What follows belongs to an exercise in optimizing a design on an open flow for small area, a short achievable clock period and few clock cycles per item; a production flow would make more cautious choices.
Only simulation tests tie the RTL to the original design; equivalence was not proved.

==> flow/design.v <==
module pol_charge_unit (
    input  wire         clk,
    input  wire         rst,           
    input  wire         in_valid,
    output wire         in_ready,
    input  wire [114:0] in_cfg,        
    input  wire [39:0]  in_tc,         
    input  wire [39:0]  in_tp,         
    input  wire [51:0]  in_last,       
    input  wire [15:0]  in_bytes,      
    input  wire [63:0]  in_ts,         
    output wire         out_valid,
    input  wire         out_ready,
    output wire [1:0]   out_colour,    
    output wire         out_drop,      
    output wire [39:0]  out_tc,
    output wire [39:0]  out_tp,
    output wire [51:0]  out_last
);
    localparam [1:0] MODE_2698 = 2'b01,
                     MODE_4115 = 2'b10;
    localparam [2:0] P_DIV = 3'd0,      
                     P_CMP = 3'd1,      
                     P_PRE = 3'd2,      
                     P_MUL = 3'd3,      
                     P_FIN = 3'd4;
    wire [55:0] xa  = {2'b00, in_ts[63:10]};
    wire [55:0] la  = ~{4'd0, in_last};
    wire [55:0] lb  = ~{2'd0, in_last, 2'b00};
    wire [55:0] cs_s = xa ^ la ^ lb;
    wire [55:0] cs_c = {(xa[54:0] & la[54:0]) | (xa[54:0] & lb[54:0]) | (la[54:0] & lb[54:0]), 1'b0};
    wire [11:0] dlo  = {1'b0, cs_s[10:0]} + {1'b0, cs_c[10:0]} + 12'd2;
    wire [10:0] dl   = dlo[10:0];
    wire [44:0] hs   = cs_s[55:11];
    wire [44:0] hc   = cs_c[55:11];
    wire [44:0] hk   = {hs[43:0] | hc[43:0], dlo[11]};
    wire        dhz  = ~|(hs ^ hc ^ hk);
    wire        on_in   = (in_cfg[113:112] == MODE_2698) || (in_cfg[113:112] == MODE_4115);
    wire        fast_in = !on_in || (dhz && (dl < 11'd1280));
    wire [10:0] dlo10 = {1'b0, cs_s[9:0]} + {1'b0, cs_c[9:0]} + 11'd2;
    wire [45:0] hs10  = cs_s[55:10];
    wire [45:0] hc10  = cs_c[55:10];
    wire [45:0] hk10  = {hs10[44:0] | hc10[44:0], dlo10[10]};
    wire        fast_q = !on_in || ~|(hs10 ^ hc10 ^ hk10);
    wire [7:0]  nf_in   = on_in ? dl / 11'd5 : 8'd0;
    wire        ref_in  = on_in && (dl >= 11'd5);    
    reg          a_valid;
    reg          a_fast;
    reg  [2:0]   a_ph;
    reg  [5:0]   a_cnt;
    reg  [2:0]   a_rem;
    reg          a_bor;            
    reg          a_nz;             
    reg  [7:0]   a_n;              
    reg  [7:0]   a_nl;             
    reg          a_refill;         
    reg  [31:0]  a_cinc, a_pinc;
    reg          a_covf, a_povf;   
    reg  [23:0]  a_cbs, a_pbs;
    reg  [1:0]   a_mode;
    reg          a_rd;
    reg  [39:0]  a_tc, a_tp;
    reg  [55:0]  a_last;           
    reg  [15:0]  a_bytes;
    reg          b_valid;
    reg  [39:0]  b_tc, b_tp;
    reg  [51:0]  b_last;
    reg  [15:0]  b_bytes;
    reg  [1:0]   b_mode;
    reg          b_rd;
    wire [55:0] xa_rev;
    genvar gi;
    generate for (gi = 0; gi < 56; gi = gi + 1) begin : g_rev
        assign xa_rev[gi] = xa[55 - gi];
    end endgenerate
    wire [55:0] a_x = {b_bytes[3:0], b_last};
    wire b_free = !b_valid || out_ready;
    wire a_go   = a_valid && fin && b_free;
    wire a_ld   = !a_valid || a_go;
    assign in_ready = a_ld && (fast_q || (!a_valid && b_free));
    wire        slow     = !a_fast;
    wire        multi   = a_fast && a_refill && a_n[7];
    wire        fin      = (a_fast && !multi) || (a_ph == P_FIN);
    wire [31:0] ccap = {a_cbs, 8'd0};
    wire [31:0] pcap = {a_pbs, 8'd0};
    wire        nz   = |a_n[6:0];
    wire [34:0] c_s, c_c, p_s, p_c;
    wire        c_big, p_big;
    pol_mac mac_c (.q(a_n[6:0]), .inc(a_cinc), .lvl(a_tc[33:0]), .s(c_s), .c(c_c), .big(c_big));
    pol_mac mac_p (.q(a_n[6:0]), .inc(a_pinc), .lvl(a_tp[33:0]), .s(p_s), .c(p_c), .big(p_big));
    wire [34:0] csum  = c_s + c_c;
    wire [34:0] psum  = p_s + p_c;
    wire [35:0] ccmp  = {1'b0, c_s} + {1'b0, c_c} + {1'b0, 3'h7, ~ccap};
    wire [35:0] pcmp  = {1'b0, p_s} + {1'b0, p_c} + {1'b0, 3'h7, ~pcap};
    wire        csat  = a_refill && ((a_covf && nz) || c_big || (|a_tc[39:34]) || ccmp[35]);
    wire        psat  = a_refill && ((a_povf && nz) || p_big || (|a_tp[39:34]) || pcmp[35]);
    wire [39:0] f_tc  = csat ? {8'd0, ccap} : {a_tc[39:34], csum[33:0]};
    wire [39:0] f_tp  = psat ? {8'd0, pcap} : {a_tp[39:34], psum[33:0]};
    wire [51:0] f_last = a_last[51:0] + {44'd0, a_nl};
    wire [3:0]  dv_t  = {a_rem, a_x[0]};
    wire        dv_q  = (dv_t >= 4'd5);
    wire [2:0]  dv_r  = dv_q ? dv_t[2:0] - 3'd5 : dv_t[2:0];
    wire        sb_d  = a_x[55] ^ a_last[0] ^ a_bor;
    wire        sb_b  = (!a_x[55] && (a_last[0] || a_bor)) || (a_last[0] && a_bor);
    wire        sb_nz = a_nz || sb_d;
    wire [16:0] lo_c = {1'b0, b_tc[23:8]} - {1'b0, b_bytes};
    wire [16:0] lo_p = {1'b0, b_tp[23:8]} - {1'b0, b_bytes};
    wire [15:0] hm_c = b_tc[39:24] - 16'd1;
    wire [15:0] hm_p = b_tp[39:24] - 16'd1;
    wire [39:0] dc   = {lo_c[16] ? hm_c : b_tc[39:24], lo_c[15:0], b_tc[7:0]};
    wire [39:0] dp   = {lo_p[16] ? hm_p : b_tp[39:24], lo_p[15:0], b_tp[7:0]};
    wire        lt_c = lo_c[16] && (b_tc[39:24] == 16'd0);
    wire        lt_p = lo_p[16] && (b_tp[39:24] == 16'd0);
    reg  [1:0]  colour;
    reg         sub_c, sub_p;
    always @(*) begin
        colour = 2'd0;
        sub_c  = 1'b0;
        sub_p  = 1'b0;
        if (b_mode == MODE_2698) begin
            if (lt_p)      colour = 2'd2;
            else if (lt_c) begin colour = 2'd1; sub_p = 1'b1; end
            else           begin sub_c = 1'b1; sub_p = 1'b1; end
        end else if (b_mode == MODE_4115) begin
            if (!lt_c)     sub_c = 1'b1;
            else if (!lt_p) begin colour = 2'd1; sub_p = 1'b1; end
            else           colour = 2'd2;
        end
    end
    always @(posedge clk) begin
        if (rst) begin
            a_valid <= 1'b0;
            b_valid <= 1'b0;
        end else begin
            if (a_ld) a_valid <= in_valid && in_ready;
            if (a_go) b_valid <= 1'b1;
            else if (out_ready) b_valid <= 1'b0;
        end
        if (in_valid && in_ready && !fast_in)
            {b_bytes[3:0], b_last} <= xa_rev;
        if (a_go) begin
            b_tc    <= f_tc;
            b_tp    <= f_tp;
            b_last  <= f_last;
            b_bytes <= a_bytes;
            b_mode  <= a_mode;
            b_rd    <= a_rd;
        end
        if (a_ld) begin
            a_fast   <= fast_in;
            a_ph     <= P_DIV;
            a_cnt    <= 6'd0;
            a_rem    <= 3'd0;
            a_bor    <= 1'b0;
            a_nz     <= 1'b0;
            a_n      <= nf_in;
            a_nl     <= fast_in ? nf_in : 8'd0;
            a_refill <= ref_in;
            a_cinc   <= in_cfg[31:0];
            a_pinc   <= in_cfg[63:32];
            a_covf   <= 1'b0;
            a_povf   <= 1'b0;
            a_cbs    <= in_cfg[87:64];
            a_pbs    <= in_cfg[111:88];
            a_mode   <= in_cfg[113:112];
            a_rd     <= in_cfg[114];
            a_tc     <= in_tc;
            a_tp     <= in_tp;
            a_last   <= {4'd0, in_last};
            a_bytes  <= in_bytes;
        end else if (multi) begin
            a_tc <= f_tc;
            a_tp <= f_tp;
            a_n  <= (a_n[6:0] == 7'd127) ? 8'd1 : 8'd255;
        end else if (slow) begin
            case (a_ph)
                P_DIV: begin
                    a_rem <= dv_r;
                    {b_bytes[3:0], b_last} <= {dv_q, a_x[55:1]};
                    a_cnt <= a_cnt + 6'd1;
                    if (a_cnt == 6'd55) begin
                        a_cnt <= 6'd0;
                        a_ph  <= P_CMP;
                    end
                end
                P_CMP: begin
                    a_bor  <= sb_b;
                    a_nz   <= sb_nz;
                    {b_bytes[3:0], b_last} <= {a_x[54:0], a_x[55]};
                    a_last <= {a_last[0], a_last[55:1]};
                    a_cnt  <= a_cnt + 6'd1;
                    if (a_cnt == 6'd55) begin
                        a_cnt    <= 6'd0;
                        a_bor    <= 1'b0;
                        a_n      <= 8'd0;
                        a_refill <= 1'b0;
                        a_ph     <= (!sb_b && sb_nz) ? P_PRE : P_FIN;
                    end
                end
                P_PRE: begin
                    a_bor    <= sb_b;
                    a_n      <= {7'd0, sb_d};
                    a_refill <= 1'b1;
                    {b_bytes[3:0], b_last} <= {a_x[54:0], a_x[55]};
                    a_last   <= {a_x[55], a_last[55:1]};
                    a_ph     <= P_MUL;
                end
                P_MUL: begin
                    a_tc   <= f_tc;
                    a_tp   <= f_tp;
                    a_cinc <= {a_cinc[30:0], 1'b0};
                    a_pinc <= {a_pinc[30:0], 1'b0};
                    a_covf <= a_covf || a_cinc[31];
                    a_povf <= a_povf || a_pinc[31];
                    a_cnt  <= a_cnt + 6'd1;
                    if (a_cnt == 6'd55) begin
                        a_n      <= 8'd0;
                        a_refill <= 1'b0;
                        a_ph     <= P_FIN;
                    end else begin
                        a_bor  <= sb_b;
                        a_n    <= {7'd0, sb_d};
                        {b_bytes[3:0], b_last} <= {a_x[54:0], a_x[55]};
                        a_last <= {a_x[55], a_last[55:1]};
                    end
                end
                default: ;
            endcase
        end
    end
    assign out_valid  = b_valid;
    assign out_colour = colour;
    assign out_drop   = (colour == 2'd2) && b_rd;
    assign out_tc     = sub_c ? dc : b_tc;
    assign out_tp     = sub_p ? dp : b_tp;
    assign out_last   = b_last;
endmodule
module pol_mac (
    input  wire [6:0]  q,
    input  wire [31:0] inc,
    input  wire [33:0] lvl,
    output wire [34:0] s,
    output wire [34:0] c,
    output wire        big
);
    wire [34:0] r0 = {3'd0, q[0] ? inc        : 32'd0};
    wire [34:0] r1 = {3'd0, q[1] ? inc[30:0]  : 31'd0, 1'd0};
    wire [34:0] r2 = {3'd0, q[2] ? inc[29:0]  : 30'd0, 2'd0};
    wire [34:0] r3 = {3'd0, q[3] ? inc[28:0]  : 29'd0, 3'd0};
    wire [34:0] r4 = {3'd0, q[4] ? inc[27:0]  : 28'd0, 4'd0};
    wire [34:0] r5 = {3'd0, q[5] ? inc[26:0]  : 27'd0, 5'd0};
    wire [34:0] r6 = {3'd0, q[6] ? inc[25:0]  : 26'd0, 6'd0};
    wire [34:0] r7 = {1'd0, lvl};
    assign big = (q[1] && inc[31]) || (q[2] && |inc[31:30]) || (q[3] && |inc[31:29]) ||
                 (q[4] && |inc[31:28]) || (q[5] && |inc[31:27]) || (q[6] && |inc[31:26]);
    wire [34:0] a0 = r0 ^ r1 ^ r2;
    wire [34:0] a1 = {((r0 & r1) | (r0 & r2) | (r1 & r2)), 1'b0};
    wire [34:0] a2 = r3 ^ r4 ^ r5;
    wire [34:0] a3 = {((r3 & r4) | (r3 & r5) | (r4 & r5)), 1'b0};
    wire [34:0] b0 = a0 ^ a1 ^ a2;
    wire [34:0] b1 = {((a0 & a1) | (a0 & a2) | (a1 & a2)), 1'b0};
    wire [34:0] b2 = a3 ^ r6 ^ r7;
    wire [34:0] b3 = {((a3 & r6) | (a3 & r7) | (r6 & r7)), 1'b0};
    wire [34:0] d0 = b0 ^ b1 ^ b2;
    wire [34:0] d1 = {((b0 & b1) | (b0 & b2) | (b1 & b2)), 1'b0};
    assign s = d0 ^ d1 ^ b3;
    assign c = {((d0 & d1) | (d0 & b3) | (d1 & b3)), 1'b0};
endmodule
==> flow/flow/run.sh <==
#!/bin/bash
# The standard layout, with three changes:
#  - port buffers are plain buffer cells (buf_1) instead of the delay cell
#    that buffer_ports picks by default;
#  - the clock tree uses smaller clock buffers and no dummy loads;
#  - after the standard synthesis, flow/polar.py flips full adders (and swaps a gate for its complement where that serves) whose
#    inputs or outputs go through inverters (FA(~a,~b,~c) = (~s,~co)), which
#    removes inverter pairs the adder extraction leaves; registers and their
#    names are untouched.
set -euo pipefail
export BUFFER_PORTS_ARGS="-buffer_cell sky130_fd_sc_hd__buf_1"
export CTS_ARGS="-sink_clustering_enable -repair_clock_nets -dont_use_dummy_load -buf_list {sky130_fd_sc_hd__clkbuf_4 sky130_fd_sc_hd__clkbuf_8}"
bash standard.sh synth > synth.log 2>&1
R=orfs/results/sky130hd/pol_charge_unit/base
cp "$R/1_2_yosys.v" polar_in.v
python3 flow/polar.py polar_in.v polar_out.v > polar.log 2>&1
cp polar_out.v "$R/1_2_yosys.v"
rm -f "$R/1_synth.odb" "$R/1_synth.sdc"
bash standard.sh > standard.log 2>&1
==> flow/flow/polar.py <==
#!/usr/bin/env python3
"""Flip full adders to cancel inverters: FA(~a,~b,~c) = (~s,~co).
usage: polar.py in.v out.v   (flat gate-level netlist from yosys write_verilog -noattr)"""
import re, sys, collections
INV='sky130_fd_sc_hd__inv_1'
P='sky130_fd_sc_hd__'
SWAP={}
for a,b in [('and2_1','nand2_1'),('or2_1','nor2_1'),('xor2_1','xnor2_1'),('and3_1','nand3_1'),
            ('or3_1','nor3_1'),('a21o_1','a21oi_1'),('o21a_1','o21ai_1'),('a22o_1','a22oi_1'),
            ('o22a_1','o22ai_1'),('a31o_1','a31oi_1'),('and4_1','nand4_1'),('or4_1','nor4_1')]:
    SWAP[P+a]=(P+b,'X','Y'); SWAP[P+b]=(P+a,'Y','X')
AREA={}
_lib=open('/OpenROAD-flow-scripts/flow/platforms/sky130hd/lib/sky130_fd_sc_hd__tt_025C_1v80.lib').read()
for _m in re.finditer(r'cell\s*\(\s*"?(sky130_fd_sc_hd__\w+)"?\s*\)',_lib):
    _a=re.compile(r'area\s*:\s*([\d.]+)').search(_lib,_m.start()); AREA[_m.group(1)]=float(_a.group(1))
AINV=AREA[INV]
FA_T=('sky130_fd_sc_hd__fa_1','sky130_fd_sc_hd__fa_2','sky130_fd_sc_hd__fa_4')
OUTP={'X','Y','Q','SUM','COUT','HI','LO','Q_N'}
src=open(sys.argv[1]).read()
m=re.search(r'(module\s+\w+\s*\(.*?\);)(.*)(endmodule)', src, re.S)
head, body = m.group(1), m.group(2)
# split body into statements
stmts=[s.strip() for s in body.split(';') if s.strip()]
decls=[]; cells={}; order=[]; assigns=[]
cre=re.compile(r'^(sky130_fd_sc_hd__\w+)\s+(\S+)\s*\((.*)\)$', re.S)
for s in stmts:
    mm=cre.match(s)
    if mm:
        typ,name,conn=mm.groups()
        pins=dict((a,b.strip()) for a,b in re.findall(r'\.(\w+)\(([^()]*)\)', conn))
        cells[name]=[typ,pins]; order.append(name)
    elif s.startswith('assign'):
        assigns.append(s)
    else:
        decls.append(s)
ports=set()
for d in decls:
    if d.startswith('output') or d.startswith('input'):
        for nm in re.findall(r'([\w\\\[\]\.$]+)\s*$', d): ports.add(nm)
portnets=set()
for d in decls:
    if d.startswith('output'):
        w=re.match(r'output\s*(\[(\d+):(\d+)\])?\s*(\S+)', d)
        if w.group(1):
            hi,lo=int(w.group(2)),int(w.group(3))
            for i in range(min(hi,lo),max(hi,lo)+1): portnets.add('%s[%d]'%(w.group(4),i))
        else: portnets.add(w.group(4))
anets=set()
for a in assigns:
    for t in re.findall(r'[\w\\$.]+(?:\[\d+\])?', a): anets.add(t)
def build():
    drv={}; loads=collections.defaultdict(list)
    for n,(t,p) in cells.items():
        for pin,net in p.items():
            if pin in OUTP: drv[net]=(n,pin)
            else: loads[net].append((n,pin))
    return drv,loads
newid=[0]
def newnet():
    newid[0]+=1; nm='_polar_n%d_'%newid[0]; decls.append('wire '+nm); return nm
def newinv(a):
    newid[0]+=1; y=newnet(); nm='_polar_i%d_'%newid[0]; cells[nm]=[INV,{'A':a,'Y':y}]; order.append(nm); return y
def fixed(net): return net in portnets or net in anets
def incost(n,drv,loads):
    """area to make ~n available for one load, and how"""
    d=drv.get(n)
    if d and cells[d[0]][0]==INV:
        return (-AINV if (len(loads[n])==1 and not fixed(n)) else 0.0), 'inv'
    if d and cells[d[0]][0] in SWAP and len(loads[n])==1 and not fixed(n):
        t=cells[d[0]][0]; nt=SWAP[t][0]
        return AREA[nt]-AREA[t], 'swap'
    return AINV, 'add'
def gain(f,drv,loads):
    t,p=cells[f]; g=0.0
    for pin in ('A','B','CIN'):
        g-=incost(p[pin],drv,loads)[0]
    for pin in ('SUM','COUT'):
        n=p[pin]; L=loads[n]
        inv=[l for l in L if cells[l[0]][0]==INV and not fixed(cells[l[0]][1]['Y'])]
        non=[l for l in L if l not in inv]
        g+=AINV*len(inv)
        if non or fixed(n): g-=AINV
    return g
def flip(f,drv,loads):
    t,p=cells[f]
    for pin in ('A','B','CIN'):
        n=p[pin]; c,how=incost(n,drv,loads); d=drv.get(n)
        if how=='inv':
            p[pin]=cells[d[0]][1]['A']
            if len(loads[n])==1 and not fixed(n): del cells[d[0]]
        elif how=='swap':
            g=d[0]; gt,gp=cells[g]; nt,op,np_=SWAP[gt]
            net=gp.pop(op); gp[np_]=net; cells[g][0]=nt
        else:
            p[pin]=newinv(n)
    for pin in ('SUM','COUT'):
        n=p[pin]; L=loads[n]
        inv=[l for l in L if cells[l[0]][0]==INV and not fixed(cells[l[0]][1]['Y'])]
        non=[l for l in L if l not in inv]
        # new physical output net carries ~logical
        phys=newnet(); p[pin]=phys
        for (ci,cp) in inv:
            y=cells[ci][1]['Y']
            for (lj,lp) in loads[y]:
                if lj in cells: cells[lj][1][lp]=phys
            del cells[ci]
        if non or fixed(n):
            # rebuild the logical net n from phys via an inverter driving n
            newid[0]+=1; nm='_polar_i%d_'%newid[0]; cells[nm]=[INV,{'A':phys,'Y':n}]; order.append(nm)
ninv0=sum(1 for c in cells.values() if c[0]==INV); area0=sum(AREA.get(c[0],0) for c in cells.values())
for it in range(100):
    drv,loads=build()
    best=[(gain(f,drv,loads),f) for f,(t,p) in cells.items() if t in FA_T]
    best=[b for b in best if b[0]>0.01]
    if not best: break
    best.sort(reverse=True)
    done=set(); cnt=0
    for g,f in best:
        # avoid flipping neighbours in the same round
        t,p=cells[f]
        nb=set(p.values())
        if nb & done: continue
        drv,loads=build()
        if gain(f,drv,loads)<=0.01: continue
        flip(f,drv,loads); cnt+=1
        done |= set(cells[f][1].values()) | nb
    if cnt==0: break
ninv1=sum(1 for c in cells.values() if c[0]==INV)
area1=sum(AREA.get(c[0],0) for c in cells.values())
sys.stderr.write('inverters %d -> %d, cell area %.0f -> %.0f\n'%(ninv0,ninv1,area0,area1))
out=[head]
def esc(x): return x+' ' if x.startswith('\\') else x
for d in decls: out.append('  '+d+' ;')
for n in order:
    if n in cells:
        t,p=cells[n]
        out.append('  %s %s (%s);'%(t,esc(n),', '.join('.%s(%s)'%(k,esc(v)) for k,v in p.items())))
for a in assigns: out.append('  '+a+' ;')
out.append('endmodule')
open(sys.argv[2],'w').write('\n'.join(out)+'\n')
==> flow/standard.sh <==
#!/bin/bash
# synth_recipe.tcl (not shown) runs the flow's synth.tcl, then flattens the netlist and writes it again
# the make line also repeats each setting of config.mk as NAME=value (left out here)
make -C /OpenROAD-flow-scripts/flow DESIGN_CONFIG=/design/flow/config.mk WORK_HOME=/design/flow/orfs CLKGATE_MAP_FILE= SYNTH_SCRIPT=/design/flow/synth_recipe.tcl "${@:-finish}"
==> flow/config.mk <==
export PLATFORM = sky130hd
export DESIGN_NAME = pol_charge_unit
export DESIGN_NICKNAME = pol_charge_unit
export VERILOG_FILES = /design/flow/design.v
export SDC_FILE = /design/flow/constraint.sdc
export NUM_CORES = 4
export LEC_CHECK = 0
export ABC_CLOCK_PERIOD_IN_PS = 4000
export CAP_MARGIN = 20
export CORE_MARGIN = 2
export CORE_UTILIZATION = 60
export PLACE_DENSITY = 0.7
export SETUP_SLACK_MARGIN = 5
export SLEW_MARGIN = 20
export TNS_END_PERCENT = 0
==> flow/constraint.sdc <==
create_clock -name core_clock -period 11.0 [get_ports {clk}]
set_input_delay 2.2000 -clock core_clock [delete_from_list [all_inputs] [get_ports {clk}]]
set_output_delay 2.2000 -clock core_clock [all_outputs]
set_load 0.01 [all_outputs]
==> results.yml, run 1 <==
timing:
  worstMarginPinSlew_ns: 1.11
  max_slew_margin_pct: 25.8
  skew_ns: 0.0688
  rsz0062_at_grt: "yes"
  drv_slew: 0
  period_share_pct: 66.3
  setup_viol: 0
  max_freq_ghz: 0.137
  min_period_ns: 7.29
  hold_viol_final: 0
  setup_tns_ns: 0
global_route:
  grt_pass1_wl_um: 188000
  grt_start_max_net_pins: 119
  antenna_found_initial: 16
  grt_pass1_vias: 33267
  gr-total-overflow: 0
  track_usage_pct: 33.2
worst_setup_path:
  rr_startpoint: "a_n[0]"
  path_cells: "buf_1 -> fa_1 -> ha_1 -> xnor2_1 -> nor4_1 -> nand3_1 -> nor3_4 -> a31oi_4 -> buf_6 -> o22ai_4 -> buf_6"
  arrival_ns: 5.09
  crit_path_end_kind: "output port"
  critical_path_class: "input port to output port"
  critPathMaxFanout: 3
  critPathMaxStageDelay_ns: 0.49
  critPathLaunchType: "input port"
  worst_path_max_delay_cell: "fa_1"
  path_common_cell: "buf_6"
  crit_buf_inv: 3
  critPathTopFamily: "simple AND/OR/NAND/NOR gates"
  crit_start: "in_last[45]"
  cp_data_required_time_ns: 8.80
routing:
  drcViolationCount: 0
  ant_nets: 0
  wl_um: 123000
  via_count: 33153
  via_per_inst: 5.91
  wl_per_cell_um: 21.8
  drt_iter0_markers: 2784
  drtPass1Iterations: 6
floorplanning:
  core_area_mm2: 0.0703
  initial_core_util_pct: 60.8
  die_h_um: 271
  io_pins: 468
  die_w_um: 271
  rows: 97
  die_area_mm2: 0.0733
clock_network:
  cts_made_buffers: 88
  cts_tree: "yes"
  clockBufferDepth: 3
  clk_pin_slew_ns: 0.05
  insertion_delay_ns: 0.70
  cts.sinks: 454
  cts_root_buffer: "clkbuf_8"
  ctsHoldBuffers: 0
  h-tree-depth: 3
synthesis:
  synth.avg_cell_area_um2: 9.92
  syn_nets: 5365
  syn_area_mm2: 0.0427
  yosysWarnings: 1
  synthCells: 4307
hold_path:
  min_path_type: "flip-flop to flip-flop"
  hold_start: "a_bytes[5]"
layout:
  num-nets-final: 5722
  drive_above_1_share_pct: 8.32
  syn_to_final_growth_pct: 9.01
  fill_cells: 5815
outcome:
  outcome: "complete, no violations"
place:
  dpl.hpwl_um: 91200
  place_congestion: 0.964
  port_buffers: 457
job:
  maxCapViolCount: 0
==> metal layers <==
layer,wire (µm),track usage (%),vias up
met4,5340,13.1,20
met2,57000,52.9,1485
met5,188,0.724,-
met3,11300,7.42,293
li1,-,-,15190
met1,48800,44.2,16165
==> flip-flops by register name (all words and copies together) (netlist names), 24 cells and up <==
signal / cells
a_tp: 40
b_last: 52
b_tp: 40
a_cbs: 24
a_tc: 40
a_pbs: 24
a_pinc: 32
b_tc: 40
a_cinc: 32
a_last: 56
==> cells in the final DEF (no fill, tap or decap), types with 88 or more instances in the layout <==
cell and n:
a21oi_1 141, xnor2_1 132, o21ai_0 140, nor2_1 201, nand2_1 734, fa_1 444
clkbuf_8 88, edfxtp_1 376, and2_1 112, inv_1 460, ha_1 272, buf_1 447
mux2_2 164
==> through the flow <==
stage          utilization [%]  std cells  hold slack, ns  cell area [µm²]  worst slack, ns
5_1_grt                   66.2       5607           0.396            46500             3.65
6_report                  66.3       5614           0.398            46600             3.71
3_3_place_gp              63.7       5499           0.402            44800             3.13
3_5_place_dp              63.7       5499           0.406            44800             2.99
2_1_floorplan                -       4307           0.400            42800             4.08
4_1_cts                   65.9       5596           0.393            46300             3.70
==> worst reg2reg max path, stage by stage, from the launching register on <==
cell	delay, ns
edfxtp_1	0.41
buf_12	0.22
buf_16	0.23
nand2_1	0.12
fa_1	0.52
fa_1	0.55
inv_1	0.06
fa_1	0.51
fa_1	0.60
fa_1	0.43
ha_1	0.35
a21o_1	0.16
a21o_1	0.17
a21o_1	0.17
a21o_1	0.18
a21o_1	0.17
a21o_1	0.17
a21o_1	0.21
a221oi_2	0.28
a21oi_1	0.11
a311o_2	0.37
buf_8	0.22
mux2_2	0.39
mux2_2	0.27
==> area by class of cell <==
class | instances | area [µm²] | area share, %
inverter | 464 | 1760 | 3.77
multi-input combinational | 3155 | 27200 | 58.5
tap | 940 | 1180 | 2.53
sequential | 454 | 12900 | 27.6
timing repair buffer | 501 | 2290 | 4.93
antenna | 12 | 30.0 | 0.0645
clock buffer | 88 | 1210 | 2.60
==> path summary, 6_finish.rpt <==
kind	to	slack, ns	depth (start not counted)
worst min register to register	b_bytes[5]	0.40	0
worst min-delay path	b_bytes[5]	0.40	0
worst max-delay path	in_ready	3.71	11
worst max register to register	a_tp[22]	3.88	23
==> timing repair <==
action / in CTS / in global routing
gates resized for setup: 65 / 32
setup endpoints to repair: 293 / 294
setup buffers: 8 / 3
pin swaps: 11 / 6
gates cloned: 1 / 3
Testbench counts, summed over its fixed seeds: cycles 1,606, items 1,536.
==> run 2, diff against run 1 <==
--- a/flow/config.mk
+++ b/flow/config.mk
@@ -8,8 +8,8 @@
 export ABC_CLOCK_PERIOD_IN_PS = 4000
 export CAP_MARGIN = 20
 export CORE_MARGIN = 2
-export CORE_UTILIZATION = 60
-export PLACE_DENSITY = 0.7
+export CORE_UTILIZATION = 80
+export PLACE_DENSITY = 0.88
 export SETUP_SLACK_MARGIN = 5
 export SLEW_MARGIN = 20
 export TNS_END_PERCENT = 0
==> run 2 against run 1 <==
  * Synthesized cell count unchanged
  * Via count up 9.1%
  * Die area down 25%
  * Utilization up 22 points
  * Critical path depth up 3
  * First-iteration DRC count up 61%
  * Clock-buffer cell count down 8
  * Critical endpoint unchanged
==> results.yml, run 2 <==
outcome:
  outcome: "complete, no violations"
timing:
  hold_viol_final: 0
  skew_ns: 0.0558
  rsz0062_at_grt: "yes"
  min_period_ns: 7.31
  drv_slew: 0
  max_slew_margin_pct: 24.4
  setup_viol: 0
  setup_tns_ns: 0
  period_share_pct: 66.5
  worstMarginPinSlew_ns: 1.13
  max_freq_ghz: 0.137
layout:
  syn_to_final_growth_pct: 8.33
  largest_reg_flops: 56
  fill_cells: 2574
  layout_common_cells: "734 x nand2_1, 459 x inv_1, 445 x fa_1"
  largest_registers: "a_last (56), b_last (52)"
  fin_area_mm2: 0.0463
  drive_above_1_share_pct: 8.59
  num-nets-final: 5729
  final_common_cell: "nand2_1"
  regMostFlops: "a_last"
global_route:
  grt_pass1_vias: 36698
  antenna_found_initial: 25
  grt_pass1_wl_um: 202000
  gr-total-overflow: 0
  track_usage_pct: 47.3
  grt_start_max_net_pins: 117
worst_setup_path:
  path_common_cell: "ha_4"
  critPathTopFamily: "adder cells"
  path_cells: "buf_8 -> inv_4 -> fa_1 -> ha_4 -> ha_4 -> fa_2 -> a211o_4 -> a21oi_4 -> or2_4 -> xnor2_4 -> a31oi_4 -> nor2b_4 -> o22ai_4 -> buf_6"
  r2r_cells: 23
  critPathLaunchType: "input port"
  rr_startpoint: "a_n[3]"
  crit_path_end_kind: "output port"
  arrival_ns: 5.11
  crit_buf_inv: 3
  critical_path_class: "input port to output port"
  crit_start: "in_last[0]"
  cp_data_required_time_ns: 8.80
  critPathMaxFanout: 2
  cp_num_cells: 14
  critPathMaxStageDelay_ns: 0.57
  worst_path_max_delay_cell: "fa_1"
place:
  port_buffers: 457
  place_congestion: 0.978
  placed_area_mm2: 0.0445
  dpl.hpwl_um: 95500
clock_network:
  h-tree-depth: 3
  cts_tree: "yes"
  clk_pin_slew_ns: 0.06
  cts_root_buffer: "clkbuf_8"
  cts_made_buffers: 80
  cts.sinks: 454
  clockBufferDepth: 3
  insertion_delay_ns: 0.73
routing:
  wl_per_cell_um: 24.7
  wl_um: 133000
  via_count: 36172
  drtPass1Iterations: 11
  via_per_inst: 6.73
  drt_iter0_markers: 4491
  drcViolationCount: 0
  ant_nets: 0
hold_path:
  min_path_type: "flip-flop to flip-flop"
  hold_start: "a_bytes[9]"
  holdPathStages: 0
synthesis:
  synth.avg_cell_area_um2: 9.92
  syn_nets: 5365
  syn_area_mm2: 0.0427
  yosysWarnings: 1
  synthCells: 4307
floorplanning:
  io_pins: 468
  die_h_um: 235
  initial_core_util_pct: 81.1
  core_area_mm2: 0.0527
  die_w_um: 235
  rows: 84
  die_area_mm2: 0.0553
job:
  maxCapViolCount: 0
[run 2: final timing paths]
check / endpoint / slack [ns]
setup / recovery: in_ready / 3.69
hold / removal: b_bytes[9] / 0.41
setup reg to reg: a_tp[7] / 3.77
hold reg to reg: b_bytes[9] / 0.41
[run 2: layout make-up]
type / instances / area, µm² / area share [%]
repair buffers: 515 / 2370 / 5.11
clock buffers: 80 / 1100 / 2.38
inverters: 464 / 1750 / 3.79
multi-input cells: 3156 / 27300 / 59.0
flip-flops and latches: 454 / 12900 / 27.8
diodes: 14 / 35.0 / 0.0757
well taps: 688 / 861 / 1.86
[run 2: per-stage QoR]
step	cells	util [%]	hold WS [ns]	worst slack (ns)
after floorplan	4307	-	0.400	4.08
after global placement	5248	84.4	0.402	2.82
after detailed placement	5248	84.4	0.405	2.65
after CTS	5343	87.2	0.413	3.69
after global routing	5363	87.8	0.418	3.57
final	5371	87.9	0.415	3.69
[run 2: layer usage]
layer / part of all wire, % / GRT usage [%] / vias to the layer above / wire, µm
met2: 46 / 74.4 / 2939 / 60600
li1: - / - / 15199 / -
met5: 0.15 / 0.0866 / - / 203
met1: 32 / 57.1 / 17192 / 42700
met4: 8.4 / 30.0 / 30 / 11100
met3: 14 / 14.6 / 812 / 18300
[run 2: repair_timing]
| action | in CTS | in global routing |
|---|---|---|
| hold buffers | 0 | 0 |
| cloned | 1 | 3 |
| gates resized for setup | 66 | 47 |
| pin swaps | 15 | 16 |
| setup buffers | 14 | 11 |
| endpoints found under the setup margin | 292 | 294 |
==> run 3, diff against run 2 <==
--- a/flow/config.mk
+++ b/flow/config.mk
@@ -8,8 +8,8 @@
 export ABC_CLOCK_PERIOD_IN_PS = 4000
 export CAP_MARGIN = 20
 export CORE_MARGIN = 2
-export CORE_UTILIZATION = 80
-export PLACE_DENSITY = 0.88
+export CORE_UTILIZATION = 70
+export PLACE_DENSITY = 0.8
 export SETUP_SLACK_MARGIN = 5
 export SLEW_MARGIN = 20
 export TNS_END_PERCENT = 0
==> run 3 against run 2 <==
  * Routed wire length is 9.2% lower
  * Global-route usage is 8.7 points lower
  * Register-to-register slack better by 0.14 ns
  * Final area is 0.26% higher
==> results.yml, run 3 <==
timing:
  period_share_pct: 65.6
  min_period_ns: 7.22
  setup_tns_ns: 0
  hold_viol_final: 0
  setup_viol: 0
  worstMarginPinSlew_ns: 1.08
  max_slew_margin_pct: 27.7
  rsz0062_at_grt: "yes"
  skew_ns: 0.0584
  drv_slew: 0
  max_freq_ghz: 0.139
clock_network:
  insertion_delay_ns: 0.70
  cts_root_buffer: "clkbuf_8"
  ctsHoldBuffers: 0
  cts_made_buffers: 84
  h-tree-depth: 3
  clockBufferDepth: 3
  cts_tree: "yes"
  clk_pin_slew_ns: 0.05
  cts.sinks: 454
place:
  port_buffers: 457
  dpl.hpwl_um: 90600
  place_congestion: 0.949
  placed_area_mm2: 0.0446
  dp.cells: 5344
layout:
  fin_util_pct: 76.9
  regMostFlops: "a_last"
  seqCellArea_mm2: 0.0129
  layout_common_cells: "734 x nand2_1, 460 x inv_1, 446 x buf_1"
  multi_input_area_mm2: 0.0273
  num-nets-final: 5725
  fin_area_mm2: 0.0464
  fill_cells: 4313
  largest_reg_flops: 56
  drive_above_1_share_pct: 8.51
  largest_registers: "a_last (56), b_last (52)"
  syn_to_final_growth_pct: 8.61
  final_cells: 5455
  final_common_cell: "nand2_1"
worst_setup_path:
  critPathTopFamily: "adder cells"
  critPathMaxStageDelay_ns: 0.59
  worst_path_max_delay_cell: "fa_1"
  arrival_ns: 5.02
  critical_path_class: "input port to output port"
  critPathLaunchType: "input port"
  crit_path_end_kind: "output port"
  cp_data_required_time_ns: 8.80
  crit_buf_inv: 4
  path_cells: "buf_6 -> inv_2 -> fa_1 -> ha_4 -> ha_4 -> fa_2 -> a211o_4 -> a21oi_4 -> or2_4 -> xnor2_2 -> a31oi_2 -> buf_4 -> o22ai_4 -> buf_6"
  critPathMaxFanout: 2
routing:
  ant_nets: 0
  via_count: 33770
  drt_iter0_markers: 3170
  wl_um: 121000
  drtPass1Iterations: 7
  drcViolationCount: 0
  via_per_inst: 6.19
  wl_per_cell_um: 22.1
global_route:
  gr-total-overflow: 0
  antenna_found_initial: 18
  track_usage_pct: 38.6
  grt_start_max_net_pins: 126
  grt_pass1_wl_um: 187000
  grt_pass1_vias: 34469
synthesis:
  syn_area_mm2: 0.0427
  synth.avg_cell_area_um2: 9.92
  syn_nets: 5365
  yosysWarnings: 1
  synthCells: 4307
floorplanning:
  die_h_um: 251
  rows: 90
  initial_core_util_pct: 70.8
  die_area_mm2: 0.0630
  die_w_um: 251
  core_area_mm2: 0.0604
  io_pins: 468
hold_path:
  min_path_type: "flip-flop to flip-flop"
outcome:
  outcome: "complete, no violations"
job:
  maxCapViolCount: 0
==> run 3: metrics by stage <==
step	worst slack (ns)	hold WS, ns
final	3.78	0.419
after global placement	3.04	0.401
after detailed placement	2.89	0.406
after global routing	3.72	0.427
after CTS	3.82	0.418
after floorplan	4.08	0.400
==> run 3: layer usage <==
layer  GRT usage, %  vias up  part of all wire [%]
li1               -    15192                     -
met1           49.1    16423                    38
met2           62.3     1744                    46
met3           9.20      389                    10
met4           19.3       22                   5.7
met5              0        -                  0.11
==> run 3: path summary, 6_finish.rpt <==
check | start | endpoint | slack [ns] | cells after the start
setup reg to reg | a_n[2] | a_tc[20] | 3.91 | 23
hold reg to reg | a_rd | b_rd | 0.42 | 0
setup / recovery | in_last[2] | in_ready | 3.78 | 14
hold / removal | a_rd | b_rd | 0.42 | 0
==> run 3: cell type report <==
type / instances / share of cell area [%]
diodes: 8 / 0.0431
repair buffers: 508 / 5.03
clock buffers: 84 / 2.49
multi-input cells: 3155 / 58.8
well taps: 782 / 2.11
inverters: 464 / 3.78
flip-flops and latches: 454 / 27.7
==> run 3: worst register-to-register path: cells and delay by family (launching register included) <==
| family | cells | cell delay, ns |
|---|---|---|
| AO/OA/AOI/OAI | 11 | 2.22 |
| buffers and inverters | 3 | 0.50 |
| flip-flops | 1 | 0.41 |
| adder cells (fa/ha/maj) | 6 | 2.92 |
| multiplexers | 2 | 0.60 |
| AND/OR/NAND/NOR | 1 | 0.14 |
==> run 3: repair_timing <==
| item | in CTS | in global routing |
|---|---|---|
| resized for setup | 62 | 29 |
| pin swaps | 11 | 7 |
| setup endpoints to repair | 293 | 294 |
| buffers inserted | 14 | 2 |
| gates cloned | 2 | 1 |
==> run 4, diff against run 3 <==
--- a/flow/config.mk
+++ b/flow/config.mk
@@ -5,7 +5,7 @@
 export SDC_FILE = /design/flow/constraint.sdc
 export NUM_CORES = 4
 export LEC_CHECK = 0
-export ABC_CLOCK_PERIOD_IN_PS = 4000
+export ABC_CLOCK_PERIOD_IN_PS = 3000
 export CAP_MARGIN = 20
 export CORE_MARGIN = 2
 export CORE_UTILIZATION = 70
==> run 4 against run 3 <==
  * Via count stayed put
  * Synthesized cell count unchanged
  * Routed wire length did not move
  * Global-route usage did not move
  * Cell count unchanged
  * Non-clock buffer count did not move
  * Sequential cell count unchanged
  * Critical path depth unchanged
  * Clock-buffer cell count stayed put
  * Largest cell class unchanged
==> results.yml, run 4 <==
layout:
  fin_area_mm2: 0.0464
  layout_common_cells: "734 x nand2_1, 460 x inv_1, 446 x buf_1"
  final_common_cell: "nand2_1"
  largest_reg_flops: 56
  largest_registers: "a_last (56), b_last (52)"
  num-nets-final: 5725
  drive_above_1_share_pct: 8.51
  fin_util_pct: 76.9
  regMostFlops: "a_last"
  syn_to_final_growth_pct: 8.61
  final_cells: 5455
worst_setup_path:
  cp_data_required_time_ns: 8.80
  arrival_ns: 5.02
  critPathMaxFanout: 2
  crit_path_end_kind: "output port"
  critPathLaunchType: "input port"
  critical_path_class: "input port to output port"
timing:
  worstMarginPinSlew_ns: 1.08
  max_freq_ghz: 0.139
  hold_viol_final: 0
  skew_ns: 0.0584
  drv_slew: 0
  min_period_ns: 7.22
  setup_tns_ns: 0
  max_slew_margin_pct: 27.7
  period_share_pct: 65.6
  rsz0062_at_grt: "yes"
  setup_viol: 0
synthesis:
  syn_area_mm2: 0.0427
  synth.avg_cell_area_um2: 9.92
  synthCells: 4307
  yosysWarnings: 1
  syn_nets: 5365
global_route:
  grt_pass1_vias: 34469
  antenna_found_initial: 18
  gr-total-overflow: 0
  grt_start_max_net_pins: 126
  grt_pass1_wl_um: 187000
  track_usage_pct: 38.6
hold_path:
  min_path_type: "flip-flop to flip-flop"
clock_network:
  clk_pin_slew_ns: 0.05
  clockBufferDepth: 3
  h-tree-depth: 3
  cts_made_buffers: 84
  ctsHoldBuffers: 0
  cts.sinks: 454
  insertion_delay_ns: 0.70
  cts_root_buffer: "clkbuf_8"
  cts_tree: "yes"
routing:
  wl_um: 121000
  drt_iter0_markers: 3170
  drcViolationCount: 0
  via_count: 33770
  drtPass1Iterations: 7
  via_per_inst: 6.19
  ant_nets: 0
  wl_per_cell_um: 22.1
floorplanning:
  io_pins: 468
  initial_core_util_pct: 70.8
  rows: 90
  die_w_um: 251
  die_area_mm2: 0.0630
  die_h_um: 251
  core_area_mm2: 0.0604
job:
  maxCapViolCount: 0
place:
  port_buffers: 457
  placed_area_mm2: 0.0446
  place_congestion: 0.949
  dpl.hpwl_um: 90600
  dp.cells: 5344
outcome:
  outcome: "complete, no violations"
[run 4: critical path, stage by stage]
cell and delay [ns]:
buf_6 0.08, inv_2 0.04, fa_1 0.59, ha_4 0.22, ha_4 0.16, fa_2 0.34, a211o_4 0.35, a21oi_4 0.13
or2_4 0.16, xnor2_2 0.11, a31oi_2 0.11, buf_4 0.18, o22ai_4 0.20, buf_6 0.14
[run 4: per-stage QoR]
step / setup slack, ns / hold WS, ns
finish: 3.78 / 0.419
global route: 3.72 / 0.427
CTS: 3.82 / 0.418
detailed placement: 2.89 / 0.406
global placement: 3.04 / 0.401
floorplan: 4.08 / 0.400
[run 4: timing repair]
item                       CTS  global route
pin swaps                   11             7
gates cloned                 2             1
gates resized for setup     62            29
setup endpoints to repair  293           294
buffers inserted            14             2
[run 4: routing by layer]
metal  vias to the layer above  share of wire (%)  wire [µm]  GRT usage [%]
met5                         -               0.11        133              0
met4                        22                5.7       6820           19.3
met3                       389                 10      12300           9.20
met2                      1744                 46      56000           62.3
met1                     16423                 38      45400           49.1
li1                      15192                  -          -              -
[run 4: area by class of cell]
type	instances	area, µm²
timing repair buffer	508	2330
sequential	454	12900
tap	782	978
inverter	464	1750
fill	4313	14000
multi-input combinational	3155	27300
antenna	8	20.0
clock buffer	84	1160
[run 4: final timing paths]
path / from / slack (ns) / end / cells after the start
setup / recovery: in_last[2] / 3.78 / in_ready / 14
hold / removal: a_rd / 0.42 / b_rd / 0
setup reg to reg: a_n[2] / 3.91 / a_tc[20] / 23
hold reg to reg: a_rd / 0.42 / b_rd / 0
==> run 5, diff against run 4 <==
==> flow/flow/run.sh (replaced) <==
#!/bin/bash
# The standard layout, with three changes:
#  - port buffers are plain buffer cells (buf_1) instead of the delay cell
#    that buffer_ports picks by default;
#  - the clock tree uses larger sink clusters, no dummy loads;
#  - after the standard synthesis, flow/polar.py flips full adders (and swaps a gate for its complement where that serves) whose
#    inputs or outputs go through inverters (FA(~a,~b,~c) = (~s,~co)), which
#    removes inverter pairs the adder extraction leaves; registers and their
#    names are untouched.
set -euo pipefail
export BUFFER_PORTS_ARGS="-buffer_cell sky130_fd_sc_hd__buf_1"
export CTS_ARGS="-sink_clustering_enable -repair_clock_nets -dont_use_dummy_load -sink_clustering_size 16 -sink_clustering_max_diameter 60 -buf_list {sky130_fd_sc_hd__clkbuf_8}"
bash standard.sh synth > synth.log 2>&1
R=orfs/results/sky130hd/pol_charge_unit/base
cp "$R/1_2_yosys.v" polar_in.v
python3 flow/polar.py polar_in.v polar_out.v > polar.log 2>&1
cp polar_out.v "$R/1_2_yosys.v"
rm -f "$R/1_synth.odb" "$R/1_synth.sdc"
bash standard.sh > standard.log 2>&1
--- a/flow/config.mk
+++ b/flow/config.mk
@@ -5,7 +5,7 @@
 export SDC_FILE = /design/flow/constraint.sdc
 export NUM_CORES = 4
 export LEC_CHECK = 0
-export ABC_CLOCK_PERIOD_IN_PS = 3000
+export ABC_CLOCK_PERIOD_IN_PS = 4000
 export CAP_MARGIN = 20
 export CORE_MARGIN = 2
 export CORE_UTILIZATION = 70
==> run 5 against run 4 <==
  * Synthesized cell count unchanged
  * Sequential share of layout area is 0.32 points higher
  * Via count shrank 0.71%
  * Critical endpoint unchanged
  * Still clean on timing, DRC and antenna
  * First-iteration DRC count is 1.1% lower
  * Area after synthesis stayed put
  * Utilization shrank 0.88 points
  * Critical path type unchanged
  * Final area shrank 1.1%
  * Routed wire length down 1.1%
  * Clock skew up 0.018 ns
==> results.yml, run 5 <==
layout:
  layout_common_cells: "734 x nand2_1, 460 x inv_1, 445 x fa_1, 445 x buf_1, 376 x edfxtp_1"
  final_common_cell: "nand2_1"
  largest_registers: "a_last (56), b_last (52)"
  drive_above_1_share_pct: 7.76
  regMostFlops: "a_last"
  largest_reg_flops: 56
  syn_to_final_growth_pct: 7.36
  num-nets-final: 5687
  fin_util_pct: 76.0
global_route:
  grt_pass1_wl_um: 185000
  grt_busiest_layer: "met2"
  antenna_found_initial: 16
  grt.met1_usage_pct: 48.6
  use_met2_pct: 61.8
  grt_pass1_vias: 34027
  gr-total-overflow: 0
  globalRouteMet3Util_pct: 8.60
  grt_start_max_net_pins: 126
  track_usage_pct: 38.2
timing:
  max_slew_margin_pct: 27.4
  max_freq_ghz: 0.138
  period_share_pct: 66.1
  worstMarginPinSlew_ns: 1.09
  hold_viol_final: 0
  drv_slew: 0
  setup_viol: 0
  rsz0062_at_grt: "yes"
  skew_ns: 0.0765
  min_period_ns: 7.27
  setup_tns_ns: 0
clock_network:
  cts_tree: "yes"
  clk_pin_slew_ns: 0.08
  cts_root_buffer: "clkbuf_8"
  h-tree-depth: 2
  insertion_delay_ns: 0.68
  clockBufferDepth: 3
  cts_made_buffers: 45
  cts.sinks: 454
place:
  dpl.hpwl_um: 90600
  port_buffers: 457
  place_congestion: 0.949
synthesis:
  syn_nets: 5365
  syn_area_mm2: 0.0427
  synthCells: 4307
  synth.avg_cell_area_um2: 9.92
  yosysWarnings: 1
worst_setup_path:
  critPathLaunchType: "input port"
  arrival_ns: 5.07
  cp_data_required_time_ns: 8.80
  critPathMaxFanout: 2
  crit_path_end_kind: "output port"
  critical_path_class: "input port to output port"
  crit_start: "in_last[2]"
  rr_startpoint: "a_n[3]"
hold_path:
  min_path_type: "flip-flop to flip-flop"
  hold_start: "a_rd"
floorplanning:
  rows: 90
  die_h_um: 251
  core_area_mm2: 0.0604
  initial_core_util_pct: 70.8
  die_area_mm2: 0.0630
  io_pins: 468
  die_w_um: 251
outcome:
  outcome: "complete, no violations"
routing:
  wl_um: 119000
  via_per_inst: 6.19
  drtPass1Iterations: 5
  ant_nets: 0
  wl_per_cell_um: 22.0
  via_count: 33530
  drt_iter0_markers: 3136
  drcViolationCount: 0
job:
  maxCapViolCount: 0
run 5: path summary, 6_finish.rpt:
check	end	slack, ns	cells past startpoint
min	b_rd	0.43	0
max reg2reg	a_tp[22]	3.95	23
min reg2reg	b_rd	0.43	0
max	in_ready	3.73	14
run 5: critical path: stages:
cell	delay (ns)
buf_6	0.08
inv_2	0.04
fa_1	0.59
ha_4	0.22
ha_4	0.16
fa_2	0.34
a211o_4	0.35
a21oi_4	0.13
or2_4	0.16
xnor2_2	0.11
a31oi_1	0.13
buf_4	0.18
o22ai_4	0.22
buf_6	0.14
run 5: final cells by class:
type | count | area (µm²)
timing repair buffer | 509 | 2340
tap | 782 | 978
multi-input combinational | 3155 | 27300
clock buffer | 45 | 619
fill | 4368 | 14500
antenna | 10 | 25.0
sequential | 454 | 12900
inverter | 464 | 1750
run 5: stage by stage:
stage                     area [µm²]  setup slack [ns]  std cells  hold slack, ns
after CTS                      45700              3.82       5404           0.425
after global placement         44600              3.04       5344           0.401
final                          45900              3.73       5419           0.427
after global routing           45800              3.67       5412           0.434
after floorplan                42800              4.08       4307           0.400
after detailed placement       44600              2.89       5344           0.406
run 5: timing repair:
item / in CTS / in global routing
resized for setup: 64 / 33
pin swaps: 11 / 10
setup endpoints to repair: 292 / 294
hold buffers: 0 / 0
gates cloned: 2 / 1
setup buffers: 13 / 4
run 5: metal layers:
layer / vias to the layer above / wire, µm / part of all wire, %
met4: 20 / 6760 / 5.7
li1: 15111 / - / -
met5: - / 122 / 0.10
met3: 347 / 12300 / 10
met2: 1678 / 55700 / 47
met1: 16374 / 44500 / 37
==> run 6, diff against run 5 <==
--- a/flow/flow/run.sh
+++ b/flow/flow/run.sh
@@ -9,7 +9,7 @@
 #    names are untouched.
 set -euo pipefail
 export BUFFER_PORTS_ARGS="-buffer_cell sky130_fd_sc_hd__buf_1"
-export CTS_ARGS="-sink_clustering_enable -repair_clock_nets -dont_use_dummy_load -sink_clustering_size 16 -sink_clustering_max_diameter 60 -buf_list {sky130_fd_sc_hd__clkbuf_8}"
+export CTS_ARGS="-sink_clustering_enable -repair_clock_nets -dont_use_dummy_load -sink_clustering_size 24 -sink_clustering_max_diameter 80 -buf_list {sky130_fd_sc_hd__clkbuf_8 sky130_fd_sc_hd__clkbuf_16}"
 bash standard.sh synth > synth.log 2>&1
 R=orfs/results/sky130hd/pol_charge_unit/base
 cp "$R/1_2_yosys.v" polar_in.v
==> run 6 against run 5 <==
  * Still clean
  * Final area increased by 0.63%
  * Utilization increased by 0.48 points
  * Routed wire length increased by 0.74%
  * Sequential share of layout area decreased by 0.18 points
  * Area after synthesis unchanged
  * Setup slack improved by 0.063 ns
  * Maximum frequency increased by 0.88%
  * Hold slack improved by 0.00083 ns
  * Sequential cell count unchanged
  * Critical path type unchanged
  * Highest routed layer unchanged
==> results.yml, run 6 <==
outcome:
  outcome: "complete, no violations"
floorplanning:
  rows: 90
  io_pins: 468
  initial_core_util_pct: 70.8
  die_h_um: 251
  die_w_um: 251
  core_area_mm2: 0.0604
  die_area_mm2: 0.0630
timing:
  worstMarginPinSlew_ns: 1.08
  max_slew_margin_pct: 28.2
  rsz0062_at_grt: "yes"
  max_freq_ghz: 0.139
  hold_viol_final: 0
  drv_slew: 0
  min_period_ns: 7.20
  setup_tns_ns: 0
  fin_hold_ws_ns: 0.428
  setup_ws_ns: 3.80
  setup_viol: 0
  skew_ns: 0.0700
  period_share_pct: 65.5
clock_network:
  cts_tree: "yes"
  cts_made_buffers: 36
  cts_root_buffer: "clkbuf_16"
  clockBufferDepth: 3
  insertion_delay_ns: 0.60
  cts.sinks: 454
  h-tree-depth: 2
  clk_pin_slew_ns: 0.09
layout:
  drive_above_1_share_pct: 7.62
  final_cells: 5408
  fin_util_pct: 76.5
  largest_reg_flops: 56
  largest_registers: "a_last (56), b_last (52)"
  final_common_cell: "nand2_1"
  layout_common_cells: "734 x nand2_1, 460 x inv_1, 445 x fa_1, 445 x buf_1, 376 x edfxtp_1"
  syn_to_final_growth_pct: 8.04
  regMostFlops: "a_last"
  num-nets-final: 5681
worst_setup_path:
  path_cells: "buf_6 -> inv_2 -> fa_1 -> ha_4 -> ha_4 -> fa_2 -> a211o_4 -> a21oi_4 -> or2_4 -> xnor2_2 -> a31oi_2 -> buf_4 -> o22ai_4 -> buf_6"
  arrival_ns: 5.00
  critical_path_class: "input port to output port"
  critPathMaxStageDelay_ns: 0.59
  cp_data_required_time_ns: 8.80
  critPathMaxFanout: 2
  crit_buf_inv: 4
  critPathTopFamily: "adder cells"
  worst_path_max_delay_cell: "fa_1"
  r2r_setup_slack_ns: 3.93
  crit_path_end_kind: "output port"
  critPathLaunchType: "input port"
place:
  dpl.hpwl_um: 90600
  dp_slack_ns: 2.89
  dp.cells: 5344
  place_congestion: 0.949
  port_buffers: 457
routing:
  wl_um: 120000
  drt_iter0_markers: 3016
  ant_nets: 0
  drtPass1Iterations: 8
  via_count: 33541
  via_per_inst: 6.20
  wl_per_cell_um: 22.2
  drcViolationCount: 0
synthesis:
  yosysWarnings: 1
  synth.avg_cell_area_um2: 9.92
  synthCells: 4307
  syn_area_mm2: 0.0427
  syn_nets: 5365
hold_path:
  min_path_type: "flip-flop to flip-flop"
global_route:
  gr-total-overflow: 0
  grt_pass1_wl_um: 186000
  track_usage_pct: 38.4
  grt_start_max_net_pins: 126
  antenna_found_initial: 20
  grt_pass1_vias: 34185
job:
  maxCapViolCount: 0
[run 6: worst paths after layout]
| check | from | end | cells past startpoint |
|---|---|---|---|
| setup / recovery | in_last[2] | in_ready | 14 |
| hold / removal | a_rd | b_rd | 0 |
| setup reg to reg | a_n[0] | a_tc[16] | 23 |
| hold reg to reg | a_rd | b_rd | 0 |
[run 6: metrics by stage]
step           cell area (µm²)
2_1_floorplan            42800
3_3_place_gp             44600
3_5_place_dp             44600
4_1_cts                  46000
5_1_grt                  46100
6_report                 46200
[run 6: worst reg2reg max path, stage by stage, from the launching register on]
cell	delay, ns
edfxtp_1	0.47
buf_12	0.20
nand2_1	0.10
fa_1	0.53
fa_1	0.58
inv_1	0.06
fa_1	0.57
fa_1	0.47
fa_1	0.49
ha_1	0.34
a21o_1	0.19
a21o_1	0.19
a21o_1	0.19
a21o_1	0.17
a21oi_1	0.12
o21ai_0	0.13
o21ai_1	0.19
o211ai_1	0.16
a21oi_2	0.31
o31ai_2	0.16
a211o_4	0.40
buf_4	0.20
mux2_2	0.33
mux2_2	0.27
[run 6: layout make-up]
class,instances,area [µm²]
Antenna cell,5,12.5
Tap cell,782,978
Fill cell,4310,14200
Inverter,464,1750
Multi-Input combinational cell,3155,27300
Clock buffer,36,901
Sequential cell,454,12900
Timing Repair Buffer,512,2360
[run 6: what timing repair did]
action                                  in CTS  in global routing
setup buffers                               16                  3
endpoints found under the setup margin     294                294
gates cloned                                 2                  2
pin swaps                                   11                  9
hold buffers                                 0                  0
gates resized for setup                     59                 33
[run 6: routing by layer]
layer	global-route usage [%]	up-vias	share of wire, %
li1	-	15096	-
met1	49.1	16409	38
met2	62.8	1672	47
met3	8.21	334	9.9
met4	18.3	30	5.3
met5	0	-	0.16

what the ideal ports hide:
No port has a modelled driver above. Below, the same layouts with a new extraction and two added sets of constraints.
Step 1 sets driving cells, clkbuf_16 on the clock port and buf_2 on the other inputs (assumed; they add their load-dependent delay and slew).
Step 2 times the ports against the registers' clock, not the clock port: input delays grow and output delays shrink by t, the midpoint of the rising clock arrivals with the driver on.
Slacks: ideal ports / drivers / drivers and shift; pairs: ideal ports / drivers.
run | t, ns | setup WS [ns] | hold WS [ns] | worst setup path after step 2
run 1 | 0.732 | 3.707 / 3.657 / 3.289 | 0.398 / 0.398 / 0.398 | input to register
run 2 | 0.756 | 3.688 / 3.631 / 3.218 | 0.415 / 0.415 / 0.415 | input to register
run 3 | 0.734 | 3.781 / 3.738 / 3.256 | 0.419 / 0.419 / 0.419 | input to register
run 4 | 0.734 | 3.781 / 3.738 / 3.256 | 0.419 / 0.419 / 0.419 | input to register
run 5 | 0.702 | 3.734 / 3.690 / 3.329 | 0.427 / 0.427 / 0.427 | input to register
run 6 | 0.623 | 3.797 / 3.754 / 3.436 | 0.428 / 0.428 / 0.428 | input to register
After both steps setup and hold are still met in every run listed.
